Context: an optimization exercise on an open-source flow, tuned for small area, a short achievable clock period and few clock cycles per item. The choices shown serve that exercise and are no tape-out recipe.
RTL that was checked went through simulation tests only; none was proved equivalent to the original.
For run 3, only the layout was checked, not whether the RTL still works.
Power is estimated from default activity; no workload was simulated.

==> flow/design.v, too long to show whole: its modules and the start of the top module <==
// module srv_loop_block: 408 lines
// module slb_mac_chain: 643 lines
// module slb_mac_p: 1737 lines
// module slb_mac_gain: 491 lines
module srv_loop_block (
    input  wire        clk,
    input  wire        rst,           
    input  wire        wr_en,
    input  wire [7:0]  wr_addr,
    input  wire [31:0] wr_data,
    input  wire        run_valid,
    output wire        run_ready,
    input  wire        run_close,     
    input  wire [15:0] run_m,         
    input  wire [15:0] run_now,       
    input  wire [15:0] run_ff,        
    input  wire [15:0] run_openval,   
    output reg         done,
    output reg  [15:0] y,
    output reg  [15:0] v,
    output reg  [31:0] i_out,
    output reg         iclamp,
    output reg         aw,
    output reg         esign          
);
  // ...
==> flow/run.sh <==
#!/bin/bash
# synth_recipe.tcl (not shown) runs the flow's synth.tcl, then flattens the netlist and writes it again
# the make line also repeats each setting of config.mk as NAME=value (left out here)
make -C /OpenROAD-flow-scripts/flow DESIGN_CONFIG=/design/flow/config.mk WORK_HOME=/design/flow/orfs CLKGATE_MAP_FILE= SYNTH_SCRIPT=/design/flow/synth_recipe.tcl finish
==> flow/config.mk <==
export PLATFORM = sky130hd
export DESIGN_NAME = srv_loop_block
export DESIGN_NICKNAME = srv_loop_block
export VERILOG_FILES = /design/flow/design.v
export SDC_FILE = /design/flow/constraint.sdc
export NUM_CORES = 4
export LEC_CHECK = 0
export ABC_AREA = 1
export CAP_MARGIN = 20
export CORE_MARGIN = 2
export CORE_UTILIZATION = 40
export PLACE_DENSITY = 0.6
export SETUP_SLACK_MARGIN = 5
export SLEW_MARGIN = 20
==> flow/constraint.sdc <==
create_clock -name core_clock -period 14.0 [get_ports {clk}]
set_input_delay 2.8000 -clock core_clock [delete_from_list [all_inputs] [get_ports {clk}]]
set_output_delay 2.8000 -clock core_clock [all_outputs]
set_load 0.01 [all_outputs]
==> out/qor.yml, run 1 <==
floorplanning:
  core_sq_um: 355700
  io_pins: 178
  die_x_um: 601.8
worst_setup_path:
  path_cells: "buf_4, buf_4, nand2_1, nand4_1, nand2_2, inv_2, o21ai_0, nand2_1, o22ai_1, xor2_1, fa_1, inv_1, fa_1, inv_1, fa_1, fa_1, inv_1, fa_1, fa_1, inv_1, fa_1, nand2_1, inv_1"
  cp-end-kind: "register"
  cp_top_family: "adder cells"
  critPathBufInv: 8
  path_depth: 23
  worst-setup-path-type: "reg -> reg"
  cp_common_cell: "fa_1"
timing:
  holdWs_ns: 0.3337
  worstMarginPinSlew_ns: 1.184
final_layout:
  layout_common_cells: "nand2_1, inv_1, edfxtp_1"
  multi_input_cells: 9717
  design.seq.count: 2254
  syn2layout_area_growth_pct: 10.47
  nClkBuffers: 316
  layout_commonest_cell: "nand2_1"
  non_clock_buffer_count: 427
  utilization: 0.4440
  dominant_cells: "multi-input gates"
cts:
  root_buffer: "clkbuf_16"
  clk_latency_ns: 0.96
  holdBufCountCts: 0
  post_cts_resized: 7
min_path:
  hold-path-cell-count: 0
  hold_class: "reg -> reg"
power:
  seq-power_mw: 8.30
  peakVddDrop_mv: 0.5707
  maxPowerGroup: "combinational cells"
  pwr-share-comb: 0.576
logic_synthesis:
  syn_nets: 16190
  synth_most_common_cell: "nand2_1"
  ys_types: 81
  seq_area_frac_synth: 0.4475
  synth_edf_count: 1882
  synthTopCellsByCount: "nand2_1, inv_1, edfxtp_1, xor2_1, fa_1"
drt:
  drtAntennaViolNets: 0
  wl_met2_um: 218300
global_route:
  track_usage: 0.2614
run_status:
  status: "finished clean"
Testbench counts, summed over its fixed seeds: cycles 11,493, runs 1,920.
==> run 2, diff against run 1 <==
--- a/flow/config.mk
+++ b/flow/config.mk
@@ -5,7 +5,6 @@
 export SDC_FILE = /design/flow/constraint.sdc
 export NUM_CORES = 4
 export LEC_CHECK = 0
-export ABC_AREA = 1
 export CAP_MARGIN = 20
 export CORE_MARGIN = 2
 export CORE_UTILIZATION = 40
==> run 2 against run 1 <==
Sequential cell count did not move. Critical path depth decreased by 2. Highest routed layer unchanged. Clock skew rose by 0.019 ns. Still clean. Non-clock buffer count up 176. Register-to-register slack improved by 0.12 ns. Global-route usage increased by 0.77 points. Die area increased by 1.8%. First-iteration DRC count rose by 17%. Combinational power fell by 27%. Worst setup slack better by 0.12 ns. Via count increased by 3.1%. Area after synthesis grew 1.9%. Critical path type unchanged.
==> out/qor.yml, run 2 <==
global_route:
  grt_overflow_total: 0  # unchanged
  top_usage_layer: "met2"  # unchanged
  track_usage: 0.2691  # was 0.2614
  antenna_found_initial: 20  # was 24
  grt_pass1_vias: 105800  # was 104600
  grt_max_degree: 116  # was 92
  met3_usage: 0.04849  # was 0.04503
  grt_pass1_wl_um: 739700  # was 704600 um
  grt.met1_usage: 0.3797  # was 0.3448
  use_met2: 0.4100  # was 0.4150
floorplanning:
  core_sq_um: 362200  # was 355700 sq um
  io_pins: 178  # unchanged
  die_x_um: 607.3  # was 601.8 um
  dieArea_sq_um: 368900  # was 362200 sq um
  initial_utilization: 0.4020  # was 0.4019
  core.rowCount: 221  # was 219
  die_y_um: 607.3  # was 601.8 um
timing:
  clock_skew_ns: 0.1118  # was 0.09261 ns
  worstMarginPinSlew_ns: 1.286  # was 1.184 ns
  fin_ws_ns: 5.268  # was 5.151 ns
  period_minus_slack_ns: 8.732  # was 8.849 ns
  drv_slew: 0  # unchanged
  period_share: 0.6237  # was 0.6320
  rsz0062_at_grt: "false"  # unchanged
  setup_viol: 0  # unchanged
  max_freq_mhz: 114.5  # was 113.0 MHz
  setup_tns_ns: 0  # unchanged
  slew-limit-headroom: 0.1385  # was 0.2022
  finalHoldViolCount: 0  # unchanged
final_layout:
  stdcell_area_sq_um: 161100  # was 157900 sq um
  fillers: 34200  # was 34190
  drive_above_1_share: 0.08101  # was 0.07101
  layout_common_cells: "edfxtp_1, inv_1, nand2_1"  # was nand2_1, inv_1, edfxtp_1
  utilization: 0.4448  # was 0.4440
  nets: 15030  # was 16190
  layout_commonest_cell: "edfxtp_1"  # was nand2_1
  syn2layout_area_growth_pct: 10.67  # was 10.47%
logic_synthesis:
  yosysTopAreaCell: "edfxtp_1"  # unchanged
  seq_area_frac_synth: 0.4393  # was 0.4475
  synthTopCellsByCount: "edfxtp_1, inv_1, nand2_1, a21oi_1, clkbuf_1"  # was nand2_1, inv_1, edfxtp_1, xor2_1, fa_1
  syn_nets: 15210  # was 16190
  syn_area_per_cell_sq_um: 10.52  # was 9.650 sq um
  syn_area_sq_um: 145600  # was 142900 sq um
  synth_area_leaders: "edfxtp_1, fa_1, dfxtp_1"  # was edfxtp_1, fa_1, nand2_1
  synth_most_common_cell: "edfxtp_1"  # was nand2_1
  yosys.area.top_type_share: 0.3881  # was 0.3954
  ys_types: 96  # was 81
  syn_inst: 13840  # was 14810
  synth_ff_type: "edfxtp_1"  # unchanged
  ys_async_sr_fraction: 0  # unchanged
  synth_edf_count: 1882  # unchanged
  synth_warnings: 11  # unchanged
  synth-seq-cells: 2254  # unchanged
placed_design:
  place_ws_ns: 3.651  # was 4.775 ns
  io_buffer_count: 175  # unchanged
  place_area_sq_um: 153100  # was 149400 sq um
  dp_hpwl_um: 356800  # was 344200 um
  place.gp.congestion: 0.9868  # was 1.006
run_status:
  status: "finished clean"  # unchanged
cts:
  cts_buffers: 229  # was 235
  clkTransAtPathRegs_ns: 0.07  # was 0.06 ns
  cts_tree: "yes"  # unchanged
  h-tree-depth: 4  # unchanged
  clockBufferDepth: 4  # unchanged
  root_buffer: "clkbuf_16"  # unchanged
  holdBufCountCts: 0  # unchanged
  clock_sinks: 2254  # unchanged
  clk_latency_ns: 0.92  # was 0.96 ns
drt:
  vias: 112000  # was 108700
  finalWirelength_um: 511400  # was 483100 um
  drt_iter0_drc: 13870  # was 11810
  drc: 0  # unchanged
  viasPerCell: 6.006  # was 5.497
  drtPass1Iterations: 6  # was 9
  drtAntennaViolNets: 0  # unchanged
  wl_per_cell_um: 27.42  # was 24.44 um
worst_setup_path:
  crit_fanout: 79  # was 32
  r2r_cells: 21  # was 23
  worst-setup-path-type: "reg -> reg"  # unchanged
  worst_ep_required_time_ns: 14.83  # was 14.82 ns
  critPathArrivalTime_ns: 9.56  # was 9.67 ns
  r2r_slack_ns: 5.27  # was 5.15 ns
  cp-end-kind: "register"  # unchanged
  worst_setup_path_start_kind: "register"  # unchanged
min_path:
  hold_class: "reg -> reg"  # unchanged
  hold-path-cell-count: 0  # unchanged
power:
  power.density_nw_per_um2: 179.0  # was 219.4 nW/um^2
  power_mw: 28.84  # was 34.65 mW
  leakagePower_nw: 57.44  # was 64.26 nW
  peakVddDrop_mv: 0.3919  # was 0.5707 mV
job:
  maxCapViolCount: 0  # unchanged
## run 2: cell type report
cell class / count / area [sq um] / area share
tap: 4794 / 5998 / 0.03722
multi-input combinational: 9159 / 73360 / 0.4552
inverter: 1407 / 5304 / 0.03291
sequential: 2254 / 64010 / 0.3972
antenna: 19 / 47.55 / 0.0002951
clock inverter: 111 / 1080 / 0.006701
timing repair buffer: 603 / 5156 / 0.03200
clock buffer: 303 / 6193 / 0.03844
## run 2: per-stage QoR
stage / hold WS (ns) / instances
floorplan: 0.3233 / 13840
detailed placement: 0.3286 / 18190
CTS: 0.3077 / 18610
global placement: 0.3263 / 18190
global route: 0.3282 / 18640
finish: 0.3109 / 18650
## run 2: routing by layer
layer / vias to the layer above / share of wire
met1: 56120 / 0.42
met2: 5473 / 0.44
met4: 6 / 0.044
li1: 49530 / -
met5: - / 0.000072
met3: 877 / 0.094
## run 2: what timing repair did
item | in CTS | in global routing
gates resized for setup | 46 | 58
pin swaps | 3 | 11
endpoints found under the hold margin | 0 | 0
endpoints found under the setup margin | 214 | 218
buffers inserted | 10 | 16
cloned | 0 | 2
## run 2: cells by family after synthesis
kind of cell | synth area share
adders and majority gates | 0.1554
muxes | 0.02532
and+or+nand+nor | 0.09555
AOI/OAI and AO/OA | 0.1772
buffers and inverters | 0.06254
xor gates and xnor gates | 0.04469
DFF | 0.4393
## run 2: final timing paths
path                     startpoint             endpoint
hold reg to reg   q_i[11]$_DFFE_PP_    i_out[11]$_DFF_P_
setup / recovery    p_oh[4]$_DFF_P_  p_rb[17]$_SDFF_PP0_
setup reg to reg    p_oh[4]$_DFF_P_  p_rb[17]$_SDFF_PP0_
hold / removal    q_i[11]$_DFFE_PP_    i_out[11]$_DFF_P_
## run 2: worst max-delay path: stages, from the launching register on
cell and delay, ns:
dfxtp_4 0.77, buf_4 0.51, buf_4 0.53, a22oi_1 0.17, nand4_1 0.14, buf_4 0.65
nand2b_1 0.55, mux2_2 0.26, o22ai_1 0.09, nand2_1 0.21, fa_1 0.47, fa_1 0.48
fa_1 0.59, inv_1 0.09, fa_1 0.45, fa_1 0.54, inv_1 0.05, fa_1 0.42
fa_1 0.52, inv_1 0.05, fa_1 0.82, and2_1 0.20
## run 2: power by group
group	leakage [nW]	switching, mW	internal (mW)
Combinational	33.8	9.52	5.08
Sequential	20.1	0.212	7.96
Clock	3.56	2.63	3.45
Total	57.4	12.4	16.5
==> module srv_loop_block, before the edit <==
module srv_loop_block (
    input  wire        clk,
    input  wire        rst,           
    input  wire        wr_en,
    input  wire [7:0]  wr_addr,
    input  wire [31:0] wr_data,
    input  wire        run_valid,
    output wire        run_ready,
    input  wire        run_close,     
    input  wire [15:0] run_m,         
    input  wire [15:0] run_now,       
    input  wire [15:0] run_ff,        
    input  wire [15:0] run_openval,   
    output reg         done,
    output reg  [15:0] y,
    output reg  [15:0] v,
    output reg  [31:0] i_out,
    output reg         iclamp,
    output reg         aw,
    output reg         esign          
);
    function signed [15:0] sat16;
        input signed [24:0] a;
        begin
            if (a > 25'sd32767)
                sat16 = 16'sh7fff;
            else if (a < -25'sd32768)
                sat16 = -16'sh8000;
            else
                sat16 = a[15:0];
        end
    endfunction
    function signed [15:0] rsat;
        input signed [39:0] u;
        reg   signed [24:0] hi;
        reg                 inc;
        begin
            hi  = u[39:15];
            inc = !u[39] && (&u[14:0]);
            if (hi > 25'sd32767 || (hi == 25'sd32767 && inc))
                rsat = 16'sh7fff;
            else if (hi < -25'sd32768)
                rsat = -16'sh8000;
            else
                rsat = hi[15:0] + {15'd0, inc};
        end
    endfunction
    reg signed [15:0] gain;
    reg        [1:0]  gshift;
    reg signed [15:0] ki;
    reg        [3:0]  ki_shift;
    reg        [14:0] iclamp_lim;
    reg signed [15:0] limit_lo, limit_hi;
    reg        [2:0]  nn, nb;
    reg signed [15:0] cb0 [0:9];
    reg signed [15:0] cb1 [0:9];
    reg signed [15:0] cb2 [0:9];
    reg signed [15:0] ca1 [0:9];
    reg signed [15:0] ca2 [0:9];
    reg        [1:0]  csh [0:9];
    reg signed [15:0] sx1 [0:9];
    reg signed [15:0] sx2 [0:9];
    reg signed [15:0] sy1 [0:9];
    reg signed [15:0] sy2 [0:9];
    reg        [9:0]  zw0, zw1, zw2;    
    reg        [9:0]  zst;              
    reg signed [31:0] integ;
    reg               aw_r;
    reg               esign_r;
    reg               wpend;
    reg        [5:0]  wa;           
    reg        [31:0] wd;
    reg               va;
    reg signed [15:0] a_e, a_ff, a_ov;
    reg               a_close;
    reg               vg;
    reg        [1:0]  g_ph;         
    reg signed [15:0] g_e, g_x0, g_ff, g_ov;
    reg signed [18:0] g_a;          
    reg        [14:0] g_c;
    reg signed [32:0] g_iv;         
    reg               g_close;
    reg               vc;
    reg        [9:0]  c_oh;         
    reg        [9:0]  p_oh;         
    reg               c_last;
    reg signed [15:0] c_x, c_ff;
    reg signed [32:0] c_iv;
    reg               c_ez, c_en, c_close;
    reg        [39:0] p_ra, p_rb;   
    reg signed [18:0] b0_r;         
    reg        [1:0]  sh_r;
    reg signed [15:0] x1_r, y1_r;   
    reg               vo1;
    reg signed [15:0] o_up, o_ff;
    reg signed [32:0] o_iv;
    reg               o_ez, o_en, o_close;
    reg               vo2;
    reg signed [16:0] q_upff;
    reg signed [16:0] q_ui;
    reg signed [31:0] q_i;
    reg               q_ic, q_cact, q_cneg, q_close, q_keep;
    wire pipe_empty = !va && !vg && !vc && !vo1 && !vo2;
    assign run_ready = !va && !(wpend && !pipe_empty);
    wire accept = run_valid && run_ready;
    wire wapply = wpend && pipe_empty;
    wire [2:0] nn_eff = nn[2] ? 3'd4 : nn;
    wire [2:0] nb_eff = (nb == 3'd7) ? 3'd6 : nb;
    wire       has_n  = (nn_eff != 3'd0);
    wire       has_b  = (nb_eff != 3'd0);
    wire       s_zero = !has_n && !has_b;
    wire [9:0] act;
    assign act[0] = (nn_eff > 3'd0);
    assign act[1] = (nn_eff > 3'd1);
    assign act[2] = (nn_eff > 3'd2);
    assign act[3] = (nn_eff > 3'd3);
    assign act[4] = (nb_eff > 3'd0);
    assign act[5] = (nb_eff > 3'd1);
    assign act[6] = (nb_eff > 3'd2);
    assign act[7] = (nb_eff > 3'd3);
    assign act[8] = (nb_eff > 3'd4);
    assign act[9] = (nb_eff > 3'd5);
    wire [9:0] first_oh = has_n ? 10'b0000000001 : 10'b0000010000;
    function [9:0] next_oh;
        input [9:0] cur;
        input [9:0] a;
        reg   [9:0] sh;
        begin
            sh = {cur[8:0], 1'b0} & a;
            if (sh != 10'd0)
                next_oh = sh;
            else if ((cur[3:0] != 4'd0) && a[4])
                next_oh = 10'b0000010000;
            else
                next_oh = 10'd0;
        end
    endfunction
    wire [9:0] p_next   = next_oh(p_oh, act);
    wire [9:0] f_next   = next_oh(first_oh, act);
    wire       s_one    = (f_next == 10'd0);
    wire c_adv   = vc && !c_last;
    wire c_fin   = vc && c_last;
    wire g_rdy   = vg && (g_ph != 2'd0);
    wire take    = g_rdy && !s_zero && (!vc || (c_last && !s_one));
    wire o1_go   = vo1 && !vo2;
    wire g_bypass = g_rdy && s_zero && (!vo1 || o1_go);    
    wire g_out   = take || g_bypass;
    wire a_to_g  = va && (!vg || g_out);
    reg signed [15:0] r_b0, r_b1, r_b2, r_a1, r_a2, r_x1, r_x2, r_y1, r_y2;
    reg        [1:0]  r_sh;
    reg               z0, z1, z2, zs;
    integer j;
    always @* begin
        r_b0 = 16'sd0; r_b1 = 16'sd0; r_b2 = 16'sd0; r_a1 = 16'sd0; r_a2 = 16'sd0;
        r_x1 = 16'sd0; r_x2 = 16'sd0; r_y1 = 16'sd0; r_y2 = 16'sd0; r_sh = 2'd0;
        z0 = 1'b0; z1 = 1'b0; z2 = 1'b0; zs = 1'b0;
        for (j = 0; j < 10; j = j + 1) begin
            r_b0 = r_b0 | (cb0[j] & {16{p_oh[j]}});
            r_b1 = r_b1 | (cb1[j] & {16{p_oh[j]}});
            r_b2 = r_b2 | (cb2[j] & {16{p_oh[j]}});
            r_a1 = r_a1 | (ca1[j] & {16{p_oh[j]}});
            r_a2 = r_a2 | (ca2[j] & {16{p_oh[j]}});
            r_x1 = r_x1 | (sx1[j] & {16{p_oh[j]}});
            r_x2 = r_x2 | (sx2[j] & {16{p_oh[j]}});
            r_y1 = r_y1 | (sy1[j] & {16{p_oh[j]}});
            r_y2 = r_y2 | (sy2[j] & {16{p_oh[j]}});
            r_sh = r_sh | (csh[j] & {2{p_oh[j]}});
            z0 = z0 | (zw0[j] & p_oh[j]);
            z1 = z1 | (zw1[j] & p_oh[j]);
            z2 = z2 | (zw2[j] & p_oh[j]);
            zs = zs | (zst[j] & p_oh[j]);
        end
    end
    wire signed [15:0] m_b0 = z0 ? 16'sd0 : r_b0;
    wire signed [15:0] m_b1 = z0 ? 16'sd0 : r_b1;
    wire signed [15:0] m_b2 = z1 ? 16'sd0 : r_b2;
    wire signed [15:0] m_a1 = z1 ? 16'sd0 : r_a1;
    wire signed [15:0] m_a2 = z2 ? 16'sd0 : r_a2;
    wire        [1:0]  m_sh = z2 ? 2'd0   : r_sh;
    wire signed [15:0] m_x1 = zs ? 16'sd0 : r_x1;
    wire signed [15:0] m_x2 = zs ? 16'sd0 : r_x2;
    wire signed [15:0] m_y1 = zs ? 16'sd0 : r_y1;
    wire signed [15:0] m_y2 = zs ? 16'sd0 : r_y2;
    wire [39:0] pc_a, pc_b;
    slb_mac_p u_pmac (
        .b1(m_b1), .x1(m_x1), .b2(m_b2), .x2(m_x2),
        .a1(m_a1), .y1(m_y1), .a2(m_a2), .y2(m_y2), .out_a(pc_a), .out_b(pc_b));
    wire [39:0] c_pa = p_ra << sh_r;
    wire [39:0] c_pb = p_rb << sh_r;
    wire signed [39:0] c_u;
    slb_mac_chain u_cmac (.a(b0_r), .x(c_x), .pa(c_pa), .pb(c_pb), .out(c_u));
    wire signed [15:0] c_y = rsat(c_u);
    wire signed [18:0] gsh = gain <<< gshift;
    wire signed [39:0] gu;
    slb_mac_gain u_gmac (.a(g_a), .e(g_e), .c(g_c), .out(gu));
    wire signed [15:0] gx0 = (g_ph == 2'd2) ? g_x0 : rsat(gu);
    wire signed [31:0] pki = g_iv[31:0];
    wire        [3:0]  dsh = ki_shift - 4'd1;
    reg  signed [32:0] gdelta;
    always @* begin
        if (ki_shift == 4'd0)
            gdelta = {pki, 1'b0};
        else if (ki_shift == 4'd1)
            gdelta = {pki[31], pki};
        else
            gdelta = ($signed({pki[31], pki}) + $signed(33'sd1 <<< (dsh - 4'd1))
                      - $signed({32'd0, pki[31]})) >>> dsh;
    end
    wire signed [16:0] open_ui = $signed({g_ov[15], g_ov}) - $signed({g_ff[15], g_ff});
    wire signed [32:0] g_ivn   = (g_ph == 2'd2) ? g_iv : (g_close ? {open_ui, 16'd0} : gdelta);
    wire        aw_drop = aw_r && !o_ez && (o_en == esign_r);
    wire        aw_keep = aw_r && (o_ez || (o_en == esign_r));
    wire signed [33:0] i_unl = o_close ? {o_iv[32], o_iv}
                                       : ($signed({{2{integ[31]}}, integ}) + (aw_drop ? 34'sd0 : {o_iv[32], o_iv}));
    wire signed [33:0] i_lim = {3'b000, iclamp_lim, 16'd0};
    wire        i_over  = i_unl > i_lim;
    wire        i_under = i_unl < -i_lim;
    wire signed [31:0] i_new = i_over ? i_lim[31:0] : (i_under ? -i_lim[31:0] : i_unl[31:0]);
    wire        i_ic    = (i_new == $signed({1'b0, iclamp_lim, 16'd0})) ||
                          (i_new == -$signed({1'b0, iclamp_lim, 16'd0}));
    wire signed [33:0] ui_t = i_unl + 34'sd32768 - {33'd0, i_unl[33]};
    wire signed [16:0] ui_n = i_over  ? {2'b00, iclamp_lim} :
                              i_under ? -{2'b00, iclamp_lim} : ui_t[32:16];
    wire signed [16:0] upff = {o_up[15], o_up} + {o_ff[15], o_ff};
    wire signed [17:0] vsum = {q_upff[16], q_upff} + {q_ui[16], q_ui};
    wire signed [15:0] v_new = sat16({{7{vsum[17]}}, vsum});
    wire signed [15:0] y_new = (v_new < limit_lo) ? ((limit_lo > limit_hi) ? limit_hi : limit_lo)
                                                  : ((v_new > limit_hi) ? limit_hi : v_new);
    wire        lim_act = (y_new != v_new);
    wire        lim_neg = (v_new < y_new);
    wire        dir_neg = lim_act ? lim_neg : q_cneg;
    wire        aw_set  = lim_act | q_cact;
    wire        aw_nxt  = aw_set ? 1'b1 : (q_close ? 1'b0 : q_keep);
    wire        es_nxt  = aw_set ? (dir_neg ^ gain[15]) : esign_r;
    wire signed [16:0] err_diff = $signed({run_now[15], run_now}) - $signed({run_m[15], run_m});
    reg [9:0] wsec;
    integer k;
    always @* begin
        for (k = 0; k < 10; k = k + 1)
            wsec[k] = wapply && (wa[5:2] == ((k < 4) ? (4'h8 + k) : (4'h2 + k - 4)));
    end
    wire [9:0] we0 = wsec & {10{wa[1:0] == 2'd0}};
    wire [9:0] we1 = wsec & {10{wa[1:0] == 2'd1}};
    wire [9:0] we2 = wsec & {10{wa[1:0] == 2'd2}};
    wire       zero_all = g_out && g_close;      
    always @(posedge clk) begin
        for (k = 0; k < 10; k = k + 1) begin
            if (we0[k]) begin cb0[k] <= wd[15:0]; cb1[k] <= wd[31:16]; end
            if (we1[k]) begin cb2[k] <= wd[15:0]; ca1[k] <= wd[31:16]; end
            if (we2[k]) begin ca2[k] <= wd[15:0]; csh[k] <= wd[17:16]; end
            if (vc && c_oh[k]) begin
                sx2[k] <= x1_r;
                sx1[k] <= c_x;
                sy2[k] <= y1_r;
                sy1[k] <= c_y;
            end
        end
    end
    always @(posedge clk) begin
        if (rst) begin
            gain <= 16'sd0; gshift <= 2'd0; ki <= 16'sd0; ki_shift <= 4'd0;
            iclamp_lim <= 15'd0; limit_lo <= 16'sd0; limit_hi <= 16'sd0;
            nn <= 3'd0; nb <= 3'd0;
            zw0 <= 10'h3ff; zw1 <= 10'h3ff; zw2 <= 10'h3ff; zst <= 10'h3ff;
            integ <= 32'sd0; aw_r <= 1'b0; esign_r <= 1'b0;
            wpend <= 1'b0;
            va <= 1'b0; vg <= 1'b0; vc <= 1'b0; vo1 <= 1'b0; vo2 <= 1'b0;
            done <= 1'b0;
        end else begin
            if (wr_en)
                wpend <= 1'b1;
            else if (wapply)
                wpend <= 1'b0;
            if (wapply) begin
                case (wa[5:2])
                    4'h0: begin
                        case (wa[1:0])
                            2'd0: begin gain <= wd[15:0]; gshift <= wd[17:16]; end
                            2'd1: begin ki <= wd[15:0]; ki_shift <= wd[19:16]; end
                            2'd2: iclamp_lim <= wd[14:0];
                            2'd3: begin limit_lo <= wd[15:0]; limit_hi <= wd[31:16]; end
                        endcase
                    end
                    4'h1: if (wa[1:0] == 2'd0) begin nb <= wd[2:0]; nn <= wd[6:4]; end
                    default: ;
                endcase
            end
            zw0 <= zw0 & ~we0;
            zw1 <= zw1 & ~we1;
            zw2 <= zw2 & ~we2;
            if (zero_all)
                zst <= 10'h3ff;
            else if (vc)
                zst <= zst & ~c_oh;
            if (accept)
                va <= 1'b1;
            else if (a_to_g)
                va <= 1'b0;
            if (a_to_g)
                vg <= 1'b1;
            else if (g_out)
                vg <= 1'b0;
            if (take)
                vc <= 1'b1;
            else if (c_fin)
                vc <= 1'b0;
            if (c_fin || g_bypass)
                vo1 <= 1'b1;
            else if (o1_go)
                vo1 <= 1'b0;
            vo2 <= o1_go;
            if (o1_go)
                integ <= i_new;
            done <= vo2;
            if (vo2) begin
                aw_r    <= aw_nxt;
                esign_r <= es_nxt;
            end
        end
    end
    always @(posedge clk) begin
        if (wr_en) begin
            wa <= wr_addr[7:2];
            wd <= wr_data;
        end
        if (accept) begin
            a_e     <= run_close ? 16'sd0 : sat16({{8{err_diff[16]}}, err_diff});
            a_ff    <= run_ff;
            a_ov    <= run_openval;
            a_close <= run_close;
        end
        if (a_to_g) begin
            g_ph    <= 2'd0;
            g_e     <= a_e;
            g_a     <= {{3{ki[15]}}, ki};
            g_c     <= 15'd0;
            g_ff    <= a_ff;
            g_ov    <= a_ov;
            g_close <= a_close;
        end else if (vg && g_ph == 2'd0) begin
            g_iv <= {gu[31], gu[31:0]};
            g_a  <= gsh;
            g_c  <= 15'd16383;
            g_ph <= 2'd1;
        end else if (vg && g_ph == 2'd1) begin
            g_x0 <= gx0;
            g_iv <= g_ivn;
            g_ph <= 2'd2;
        end
        p_ra <= (take && g_close) ? 40'd0 : pc_a;
        p_rb <= (take && g_close) ? 40'd0 : pc_b;
        x1_r <= (take && g_close) ? 16'sd0 : m_x1;
        y1_r <= (take && g_close) ? 16'sd0 : m_y1;
        b0_r <= m_b0 <<< m_sh;
        sh_r <= m_sh;
        if (c_adv) begin
            c_oh   <= p_oh;
            c_last <= (p_next == 10'd0);
            p_oh   <= (p_next == 10'd0) ? first_oh : p_next;
            c_x    <= c_y;
        end else if (take) begin
            c_oh   <= first_oh;
            c_last <= s_one;
            p_oh   <= s_one ? first_oh : f_next;
        end else begin
            p_oh   <= first_oh;
        end
        if (take) begin
            c_x     <= gx0;
            c_ff    <= g_ff;
            c_iv    <= g_ivn;
            c_ez    <= (g_e == 16'sd0);
            c_en    <= g_e[15];
            c_close <= g_close;
        end
        if (c_fin) begin
            o_up    <= c_y;
            o_ff    <= c_ff;
            o_iv    <= c_iv;
            o_ez    <= c_ez;
            o_en    <= c_en;
            o_close <= c_close;
        end else if (g_bypass) begin
            o_up    <= gx0;
            o_ff    <= g_ff;
            o_iv    <= g_ivn;
            o_ez    <= (g_e == 16'sd0);
            o_en    <= g_e[15];
            o_close <= g_close;
        end
        if (o1_go) begin
            q_upff  <= upff;
            q_ui    <= ui_n;
            q_i     <= i_new;
            q_ic    <= i_ic;
            q_cact  <= i_over | i_under;
            q_cneg  <= i_under;
            q_close <= o_close;
            q_keep  <= aw_keep;
        end
        y      <= y_new;
        v      <= v_new;
        i_out  <= q_i;
        iclamp <= q_ic;
        aw     <= aw_nxt;
        esign  <= es_nxt;
    end
endmodule
==> run 3, diff against run 2 <==
--- a/flow/design.v
+++ b/flow/design.v
@@ -11,13 +11,13 @@
     input  wire [15:0] run_now,       
     input  wire [15:0] run_ff,        
     input  wire [15:0] run_openval,   
-    output reg         done,
-    output reg  [15:0] y,
-    output reg  [15:0] v,
-    output reg  [31:0] i_out,
-    output reg         iclamp,
-    output reg         aw,
-    output reg         esign          
+    output wire        done,
+    output wire [15:0] y,
+    output wire [15:0] v,
+    output wire [31:0] i_out,
+    output wire        iclamp,
+    output wire        aw,
+    output wire        esign          
 );
     function signed [15:0] sat16;
         input signed [24:0] a;
@@ -77,12 +77,13 @@
     reg        [1:0]  g_ph;         
     reg signed [15:0] g_e, g_x0, g_ff, g_ov;
     reg signed [18:0] g_a;          
-    reg        [14:0] g_c;
+    reg               g_c;          
     reg signed [32:0] g_iv;         
     reg               g_close;
     reg               vc;
     reg        [9:0]  c_oh;         
     reg        [9:0]  p_oh;         
+    reg        [9:0]  s_c0, s_c1, s_c2, s_st;
     reg               c_last;
     reg signed [15:0] c_x, c_ff;
     reg signed [32:0] c_iv;
@@ -97,6 +98,7 @@
     reg               o_ez, o_en, o_close;
     reg               vo2;
     reg signed [16:0] q_upff;
+    reg signed [17:0] q_ulo, q_uhi;
     reg signed [16:0] q_ui;
     reg signed [31:0] q_i;
     reg               q_ic, q_cact, q_cneg, q_close, q_keep;
@@ -148,51 +150,46 @@
     wire a_to_g  = va && (!vg || g_out);
     reg signed [15:0] r_b0, r_b1, r_b2, r_a1, r_a2, r_x1, r_x2, r_y1, r_y2;
     reg        [1:0]  r_sh;
-    reg               z0, z1, z2, zs;
     integer j;
     always @* begin
         r_b0 = 16'sd0; r_b1 = 16'sd0; r_b2 = 16'sd0; r_a1 = 16'sd0; r_a2 = 16'sd0;
         r_x1 = 16'sd0; r_x2 = 16'sd0; r_y1 = 16'sd0; r_y2 = 16'sd0; r_sh = 2'd0;
-        z0 = 1'b0; z1 = 1'b0; z2 = 1'b0; zs = 1'b0;
         for (j = 0; j < 10; j = j + 1) begin
-            r_b0 = r_b0 | (cb0[j] & {16{p_oh[j]}});
-            r_b1 = r_b1 | (cb1[j] & {16{p_oh[j]}});
-            r_b2 = r_b2 | (cb2[j] & {16{p_oh[j]}});
-            r_a1 = r_a1 | (ca1[j] & {16{p_oh[j]}});
-            r_a2 = r_a2 | (ca2[j] & {16{p_oh[j]}});
-            r_x1 = r_x1 | (sx1[j] & {16{p_oh[j]}});
-            r_x2 = r_x2 | (sx2[j] & {16{p_oh[j]}});
-            r_y1 = r_y1 | (sy1[j] & {16{p_oh[j]}});
-            r_y2 = r_y2 | (sy2[j] & {16{p_oh[j]}});
-            r_sh = r_sh | (csh[j] & {2{p_oh[j]}});
-            z0 = z0 | (zw0[j] & p_oh[j]);
-            z1 = z1 | (zw1[j] & p_oh[j]);
-            z2 = z2 | (zw2[j] & p_oh[j]);
-            zs = zs | (zst[j] & p_oh[j]);
+            r_b0 = r_b0 | (cb0[j] & {16{s_c0[j]}});
+            r_b1 = r_b1 | (cb1[j] & {16{s_c0[j]}});
+            r_b2 = r_b2 | (cb2[j] & {16{s_c1[j]}});
+            r_a1 = r_a1 | (ca1[j] & {16{s_c1[j]}});
+            r_a2 = r_a2 | (ca2[j] & {16{s_c2[j]}});
+            r_sh = r_sh | (csh[j] & {2{s_c2[j]}});
+            r_x1 = r_x1 | (sx1[j] & {16{s_st[j]}});
+            r_x2 = r_x2 | (sx2[j] & {16{s_st[j]}});
+            r_y1 = r_y1 | (sy1[j] & {16{s_st[j]}});
+            r_y2 = r_y2 | (sy2[j] & {16{s_st[j]}});
         end
     end
-    wire signed [15:0] m_b0 = z0 ? 16'sd0 : r_b0;
-    wire signed [15:0] m_b1 = z0 ? 16'sd0 : r_b1;
-    wire signed [15:0] m_b2 = z1 ? 16'sd0 : r_b2;
-    wire signed [15:0] m_a1 = z1 ? 16'sd0 : r_a1;
-    wire signed [15:0] m_a2 = z2 ? 16'sd0 : r_a2;
-    wire        [1:0]  m_sh = z2 ? 2'd0   : r_sh;
-    wire signed [15:0] m_x1 = zs ? 16'sd0 : r_x1;
-    wire signed [15:0] m_x2 = zs ? 16'sd0 : r_x2;
-    wire signed [15:0] m_y1 = zs ? 16'sd0 : r_y1;
-    wire signed [15:0] m_y2 = zs ? 16'sd0 : r_y2;
+    wire signed [15:0] m_b0 = r_b0;
+    wire signed [15:0] m_b1 = r_b1;
+    wire signed [15:0] m_b2 = r_b2;
+    wire signed [15:0] m_a1 = r_a1;
+    wire signed [15:0] m_a2 = r_a2;
+    wire        [1:0]  m_sh = r_sh;
+    wire signed [15:0] m_x1 = r_x1;
+    wire signed [15:0] m_x2 = r_x2;
+    wire signed [15:0] m_y1 = r_y1;
+    wire signed [15:0] m_y2 = r_y2;
     wire [39:0] pc_a, pc_b;
     slb_mac_p u_pmac (
         .b1(m_b1), .x1(m_x1), .b2(m_b2), .x2(m_x2),
-        .a1(m_a1), .y1(m_y1), .a2(m_a2), .y2(m_y2), .out_a(pc_a), .out_b(pc_b));
-    wire [39:0] c_pa = p_ra << sh_r;
-    wire [39:0] c_pb = p_rb << sh_r;
+        .a1(m_a1), .y1(m_y1), .a2(m_a2), .y2(m_y2),
+        .out_a(pc_a), .out_b(pc_b));
+    wire [39:0] c_pa = p_ra;
+    wire [39:0] c_pb = p_rb;
     wire signed [39:0] c_u;
     slb_mac_chain u_cmac (.a(b0_r), .x(c_x), .pa(c_pa), .pb(c_pb), .out(c_u));
     wire signed [15:0] c_y = rsat(c_u);
     wire signed [18:0] gsh = gain <<< gshift;
     wire signed [39:0] gu;
-    slb_mac_gain u_gmac (.a(g_a), .e(g_e), .c(g_c), .out(gu));
+    slb_mac_gain u_gmac (.a(g_a), .e(g_e), .c(g_c ? 15'd16383 : 15'd0), .out(gu));
     wire signed [15:0] gx0 = (g_ph == 2'd2) ? g_x0 : rsat(gu);
     wire signed [31:0] pki = g_iv[31:0];
     wire        [3:0]  dsh = ki_shift - 4'd1;
@@ -222,16 +219,37 @@
     wire signed [16:0] ui_n = i_over  ? {2'b00, iclamp_lim} :
                               i_under ? -{2'b00, iclamp_lim} : ui_t[32:16];
     wire signed [16:0] upff = {o_up[15], o_up} + {o_ff[15], o_ff};
+    wire signed [17:0] upff_lo = {o_up[15], o_up[15], o_up} + {o_ff[15], o_ff[15], o_ff}
+                               - {limit_lo[15], limit_lo[15], limit_lo};
+    wire signed [17:0] upff_hi = {o_up[15], o_up[15], o_up} + {o_ff[15], o_ff[15], o_ff}
+                               - {limit_hi[15], limit_hi[15], limit_hi};
     wire signed [17:0] vsum = {q_upff[16], q_upff} + {q_ui[16], q_ui};
+    wire signed [18:0] vlo  = {q_ulo[17], q_ulo} + {{2{q_ui[16]}}, q_ui};    
+    wire signed [18:0] vhi  = {q_uhi[17], q_uhi} + {{2{q_ui[16]}}, q_ui};    
     wire signed [15:0] v_new = sat16({{7{vsum[17]}}, vsum});
-    wire signed [15:0] y_new = (v_new < limit_lo) ? ((limit_lo > limit_hi) ? limit_hi : limit_lo)
-                                                  : ((v_new > limit_hi) ? limit_hi : v_new);
-    wire        lim_act = (y_new != v_new);
-    wire        lim_neg = (v_new < y_new);
+    wire        lo_min  = (limit_lo == -16'sd32768);
+    wire        hi_max  = (limit_hi == 16'sd32767);
+    wire        hi_min  = (limit_hi == -16'sd32768);
+    wire        lo_gt_hi = (limit_lo > limit_hi);
+    wire        v_lt_lo = vlo[18] && !lo_min;                    
+    wire        v_gt_hi = !vhi[18] && (vhi != 19'sd0) && !hi_max;  
+    wire        v_lt_hi = vhi[18] && !hi_min;                    
+    wire signed [15:0] y_new = lo_gt_hi ? limit_hi :
+                               v_lt_lo  ? limit_lo :
+                               v_gt_hi  ? limit_hi : v_new;
+    wire        lim_act = lo_gt_hi ? (v_gt_hi || v_lt_hi) : (v_lt_lo || v_gt_hi);
+    wire        lim_neg = lo_gt_hi ? v_lt_hi : v_lt_lo;
     wire        dir_neg = lim_act ? lim_neg : q_cneg;
     wire        aw_set  = lim_act | q_cact;
     wire        aw_nxt  = aw_set ? 1'b1 : (q_close ? 1'b0 : q_keep);
     wire        es_nxt  = aw_set ? (dir_neg ^ gain[15]) : esign_r;
+    assign done   = vo2;
+    assign y      = y_new;
+    assign v      = v_new;
+    assign i_out  = q_i;
+    assign iclamp = q_ic;
+    assign aw     = aw_nxt;
+    assign esign  = es_nxt;
     wire signed [16:0] err_diff = $signed({run_now[15], run_now}) - $signed({run_m[15], run_m});
     reg [9:0] wsec;
     integer k;
@@ -243,6 +261,12 @@
     wire [9:0] we1 = wsec & {10{wa[1:0] == 2'd1}};
     wire [9:0] we2 = wsec & {10{wa[1:0] == 2'd2}};
     wire       zero_all = g_out && g_close;      
+    wire [9:0] zw0_n = zw0 & ~we0;
+    wire [9:0] zw1_n = zw1 & ~we1;
+    wire [9:0] zw2_n = zw2 & ~we2;
+    wire [9:0] zst_n = zero_all ? 10'h3ff : (vc ? (zst & ~c_oh) : zst);
+    wire [9:0] p_oh_n = c_adv ? ((p_next == 10'd0) ? first_oh : p_next) :
+                        take  ? (s_one ? first_oh : f_next) : first_oh;
     always @(posedge clk) begin
         for (k = 0; k < 10; k = k + 1) begin
             if (we0[k]) begin cb0[k] <= wd[15:0]; cb1[k] <= wd[31:16]; end
@@ -265,7 +289,6 @@
             integ <= 32'sd0; aw_r <= 1'b0; esign_r <= 1'b0;
             wpend <= 1'b0;
             va <= 1'b0; vg <= 1'b0; vc <= 1'b0; vo1 <= 1'b0; vo2 <= 1'b0;
-            done <= 1'b0;
         end else begin
             if (wr_en)
                 wpend <= 1'b1;
@@ -285,13 +308,10 @@
                     default: ;
                 endcase
             end
-            zw0 <= zw0 & ~we0;
-            zw1 <= zw1 & ~we1;
-            zw2 <= zw2 & ~we2;
-            if (zero_all)
-                zst <= 10'h3ff;
-            else if (vc)
-                zst <= zst & ~c_oh;
+            zw0 <= zw0_n;
+            zw1 <= zw1_n;
+            zw2 <= zw2_n;
+            zst <= zst_n;
             if (accept)
                 va <= 1'b1;
             else if (a_to_g)
@@ -311,7 +331,6 @@
             vo2 <= o1_go;
             if (o1_go)
                 integ <= i_new;
-            done <= vo2;
             if (vo2) begin
                 aw_r    <= aw_nxt;
                 esign_r <= es_nxt;
@@ -333,22 +352,22 @@
             g_ph    <= 2'd0;
             g_e     <= a_e;
             g_a     <= {{3{ki[15]}}, ki};
-            g_c     <= 15'd0;
+            g_c     <= 1'b0;
             g_ff    <= a_ff;
             g_ov    <= a_ov;
             g_close <= a_close;
         end else if (vg && g_ph == 2'd0) begin
             g_iv <= {gu[31], gu[31:0]};
             g_a  <= gsh;
-            g_c  <= 15'd16383;
+            g_c  <= 1'b1;
             g_ph <= 2'd1;
         end else if (vg && g_ph == 2'd1) begin
             g_x0 <= gx0;
             g_iv <= g_ivn;
             g_ph <= 2'd2;
         end
-        p_ra <= (take && g_close) ? 40'd0 : pc_a;
-        p_rb <= (take && g_close) ? 40'd0 : pc_b;
+        p_ra <= (take && g_close) ? 40'd0 : (pc_a << m_sh);
+        p_rb <= (take && g_close) ? 40'd0 : (pc_b << m_sh);
         x1_r <= (take && g_close) ? 16'sd0 : m_x1;
         y1_r <= (take && g_close) ? 16'sd0 : m_y1;
         b0_r <= m_b0 <<< m_sh;
@@ -356,15 +375,16 @@
         if (c_adv) begin
             c_oh   <= p_oh;
             c_last <= (p_next == 10'd0);
-            p_oh   <= (p_next == 10'd0) ? first_oh : p_next;
             c_x    <= c_y;
         end else if (take) begin
             c_oh   <= first_oh;
             c_last <= s_one;
-            p_oh   <= s_one ? first_oh : f_next;
-        end else begin
-            p_oh   <= first_oh;
         end
+        p_oh <= p_oh_n;
+        s_c0 <= p_oh_n & ~zw0_n;
+        s_c1 <= p_oh_n & ~zw1_n;
+        s_c2 <= p_oh_n & ~zw2_n;
+        s_st <= p_oh_n & ~zst_n;
         if (take) begin
             c_x     <= gx0;
             c_ff    <= g_ff;
@@ -390,6 +410,8 @@
         end
         if (o1_go) begin
             q_upff  <= upff;
+            q_ulo   <= upff_lo;
+            q_uhi   <= upff_hi;
             q_ui    <= ui_n;
             q_i     <= i_new;
             q_ic    <= i_ic;
@@ -398,12 +420,6 @@
             q_close <= o_close;
             q_keep  <= aw_keep;
         end
-        y      <= y_new;
-        v      <= v_new;
-        i_out  <= q_i;
-        iclamp <= q_ic;
-        aw     <= aw_nxt;
-        esign  <= es_nxt;
     end
 endmodule
 module slb_mac_chain (
==> run 3 against run 2 <==
Still clean on timing, DRC and antenna. Clock skew shrank 0.0030 ns. Sequential cell count rose by 12. Clock-buffer cell count fell by 3. Area after synthesis up 5.1%. Combinational power shrank 18%. Synthesized cell count up 12%. Clock power up 4.6%.
==> out/qor.yml, run 3 <==
run_status:
  status: "finished clean"  # unchanged
worst_setup_path:
  critPathArrivalTime_ns: 5.94  # was 9.56 ns
  worst_ep_required_time_ns: 11.20  # was 14.83 ns
  worst-setup-path-type: "reg -> out"  # was reg -> reg
  worst_setup_path_start_kind: "register"  # unchanged
  cp-end-kind: "output pin"  # was register
  crit_fanout: 14  # was 79
cts:
  clk_latency_ns: 0.99  # was 0.92 ns
  holdBufCountCts: 0  # unchanged
  h-tree-depth: 4  # unchanged
  cts_buffers: 235  # was 229
  clock_sinks: 2266  # was 2254
  clockBufferDepth: 4  # unchanged
  clkTransAtPathRegs_ns: 0.06  # was 0.07 ns
  root_buffer: "clkbuf_16"  # unchanged
  cts_tree: "yes"  # unchanged
drt:
  drtPass1Iterations: 8  # was 6
  finalWirelength_um: 564800  # was 511400 um
  wl_per_cell_um: 27.79  # was 27.42 um
  viasPerCell: 6.237  # was 6.006
  drt_iter0_drc: 18220  # was 13870
  drtAntennaViolNets: 0  # unchanged
  drc: 0  # unchanged
  vias: 126800  # was 112000
floorplanning:
  dieArea_sq_um: 387400  # was 368900 sq um
  die_x_um: 622.4  # was 607.3 um
  initial_utilization: 0.4010  # was 0.4020
  io_pins: 178  # unchanged
  core_sq_um: 381400  # was 362200 sq um
  die_y_um: 622.4  # was 607.3 um
  core.rowCount: 227  # was 221
power:
  pwr-share-clk: 0.243  # was 0.211
  seq_power_share: 0.302  # was 0.283
  p_int_mw: 15.33  # was 16.48 mW
  pwr-share-comb: 0.455  # was 0.506
  p_sw_frac: 0.4136  # was 0.4284
  leakagePower_nw: 60.47  # was 57.44 nW
  peakVddDrop_mv: 0.4522  # was 0.3919 mV
  switching_power_mw: 10.81  # was 12.36 mW
  power.density_nw_per_um2: 155.6  # was 179.0 nW/um^2
logic_synthesis:
  synthTopCellsByCount: "edfxtp_1, inv_1, a21oi_1, nand2_1, o21ai_0"  # was edfxtp_1, inv_1, nand2_1, a21oi_1, clkbuf_1
  synth-seq-cells: 2266  # was 2254
  syn_area_per_cell_sq_um: 9.852  # was 10.52 sq um
  ys_types: 110  # was 96
  seq_area_frac_synth: 0.4221  # was 0.4393
  ys_async_sr_fraction: 0  # unchanged
  synth_area_leaders: "edfxtp_1, fa_1, dfxtp_1"  # unchanged
  syn_inst: 15530  # was 13840
  syn_nets: 16930  # was 15210
  yosysTopAreaCell: "edfxtp_1"  # unchanged
  synth_edf_count: 1918  # was 1882
  syn_area_sq_um: 153000  # was 145600 sq um
  synth_warnings: 11  # unchanged
  synth_most_common_cell: "edfxtp_1"  # unchanged
  yosys.area.top_type_share: 0.3765  # was 0.3881
  synth_ff_type: "edfxtp_1"  # unchanged
final_layout:
  drive_above_1_share: 0.07386  # was 0.08101
  layout_common_cells: "edfxtp_1, a21oi_1, inv_1"  # was edfxtp_1, inv_1, nand2_1
  fillers: 36180  # was 34200
  nets: 16470  # was 15030
  layout_commonest_cell: "edfxtp_1"  # unchanged
  utilization: 0.4406  # was 0.4448
  syn2layout_area_growth_pct: 9.875  # was 10.67%
timing:
  drv_slew: 0  # unchanged
  slew-limit-headroom: 0.1896  # was 0.1385
  worstMarginPinSlew_ns: 1.203  # was 1.286 ns
  period_share: 0.6245  # was 0.6237
  finalHoldViolCount: 0  # unchanged
  setup_viol: 0  # unchanged
  setup_tns_ns: 0  # unchanged
  max_freq_mhz: 114.4  # was 114.5 MHz
  fin_ws_ns: 5.256  # was 5.268 ns
  period_minus_slack_ns: 8.744  # was 8.732 ns
  rsz0062_at_grt: "true"  # was false
  clock_skew_ns: 0.1088  # was 0.1118 ns
global_route:
  grt_overflow_total: 0  # unchanged
  grt_pass1_wl_um: 811600  # was 739700 um
  grt_pass1_vias: 115800  # was 105800
  track_usage: 0.2810  # was 0.2691
  grt_max_degree: 90  # was 116
  antenna_found_initial: 27  # was 20
job:
  maxCapViolCount: 0  # unchanged
placed_design:
  place_ws_ns: 4.209  # was 3.651 ns
  place.gp.congestion: 1.032  # was 0.9868
  dp_hpwl_um: 391700  # was 356800 um
  io_buffer_count: 175  # unchanged
min_path:
  hold_class: "reg -> reg"  # unchanged
-- run 3: changes by cell type in the layout (fill, tap and decap cells not counted), sizes merged, moves of 146 or more --
cell    before   now
xor2       258   112
xnor2      485   261
a21oi      855  1331
nor2       808   988
a22oi      830   657
o21ai      555  1146
o22ai      218   415
o221ai      43   192
-- run 3: path summary, 6_finish.rpt --
path / slack, ns / start / cells after the start / end
hold / removal: 0.41 / zw0[3]$_SDFF_PP1_ / 1 / s_c0[3]$_DFF_P_
setup / recovery: 5.26 / q_ui[0]$_DFFE_PP_ / 16 / y[3]
hold reg to reg: 0.41 / zw0[3]$_SDFF_PP1_ / 1 / s_c0[3]$_DFF_P_
setup reg to reg: 5.30 / g_e[3]$_DFFE_PP_ / 27 / c_x[6]$_DFFE_PP_
-- run 3: critical path: stages (launching register included) --
cell	delay [ns]
edfxtp_1	0.43
ha_1	0.20
inv_1	0.05
fa_1	0.39
nor2b_1	0.21
o21a_1	0.13
o21ai_0	0.13
a211oi_1	0.44
o21a_1	0.24
nor3_1	0.06
a31o_2	0.22
nor4_1	0.40
a41oi_2	0.39
nor2_2	0.56
a22oi_1	0.17
o21ai_0	0.32
clkdlybuf4s50_1	0.61
-- run 3: area by class of cell --
class / count / area [sq um] / area share
antenna: 12 / 30.03 / 0.0001787
timing repair buffer: 643 / 5534 / 0.03293
clock buffer: 300 / 6316 / 0.03758
sequential: 2266 / 64600 / 0.3844
tap: 5038 / 6304 / 0.03751
inverter: 1351 / 5092 / 0.03030
multi-input combinational: 10570 / 78730 / 0.4684
clock inverter: 140 / 1464 / 0.008710
-- run 3: kinds of logic after synthesis --
logic type | after synthesis | synth area share
AO/OA/AOI/OAI | 5313 | 0.2263
AND/OR/NAND/NOR | 3326 | 0.1005
buffers and inverters | 2689 | 0.06617
flip-flops | 2266 | 0.4221
adder cells (fa/ha/maj) | 1344 | 0.1477
XOR/XNOR | 373 | 0.02136
multiplexers | 215 | 0.01596
-- run 3: power by group through the flow --
stage / Combinational, mW / Clock (mW) / Sequential (mW)
global route: 12.8 / 6.69 / 7.90
floorplan: 7.64 / 0 / 8.00
CTS: 11.6 / 6.44 / 7.89
detailed placement: 11.5 / 0 / 8.04
finish: 11.9 / 6.35 / 7.89
global placement: 11.4 / 0 / 8.03
-- run 3: timing repair --
action                     4_1_cts  5_1_grt
setup endpoints to repair      189      218
cloned                           1        5
setup buffers                    0       18
resized for setup               37       79
pin swaps                        1        4
-- run 3: layer usage --
layer	routed length [um]	global-route usage	vias up
met5	414	0.002346	-
met4	28350	0.1209	20
met3	62400	0.06515	1091
met2	241800	0.4167	7031
met1	231800	0.3919	62360
li1	-	-	56250
-- run 3: stage by stage --
step / cells / total power, mW / hold WS (ns) / area, sq um
final: 20320 / 26.15 / 0.4128 / 168100
after CTS: 20290 / 25.91 / 0.4113 / 167400
after floorplan: 15530 / 15.64 / 0.4003 / 153000
after detailed placement: 19840 / 19.51 / 0.4045 / 159600
after global placement: 19840 / 19.45 / 0.4003 / 159500
after global routing: 20310 / 27.39 / 0.4184 / 168000

==> afterwards: timing with drivers on the ports <==
The flow's constraints put no driver on any port. The routed layouts listed below were extracted and timed again, unchanged, in two steps.
Step 1 sets driving cells, clkbuf_16 on the clock port and buf_2 on the other inputs (assumed; they add their load-dependent delay and slew).
Step 2 also shifts input and output timing later by t, the mid clock arrival at the registers, as if the neighbouring blocks saw the same clock.
Slacks: no drivers / after step 1 / after step 2; pairs: no drivers / after step 1.
run	t, ns	setup slack, ns	worst setup path at the end
run 1	1.006	5.151 / 5.151 / 5.151	register to register
run 2	0.974	5.268 / 5.268 / 5.268	register to register
run 3	1.037	5.256 / 5.152 / 5.297	register to register
After both steps setup and hold are still met in every run listed.
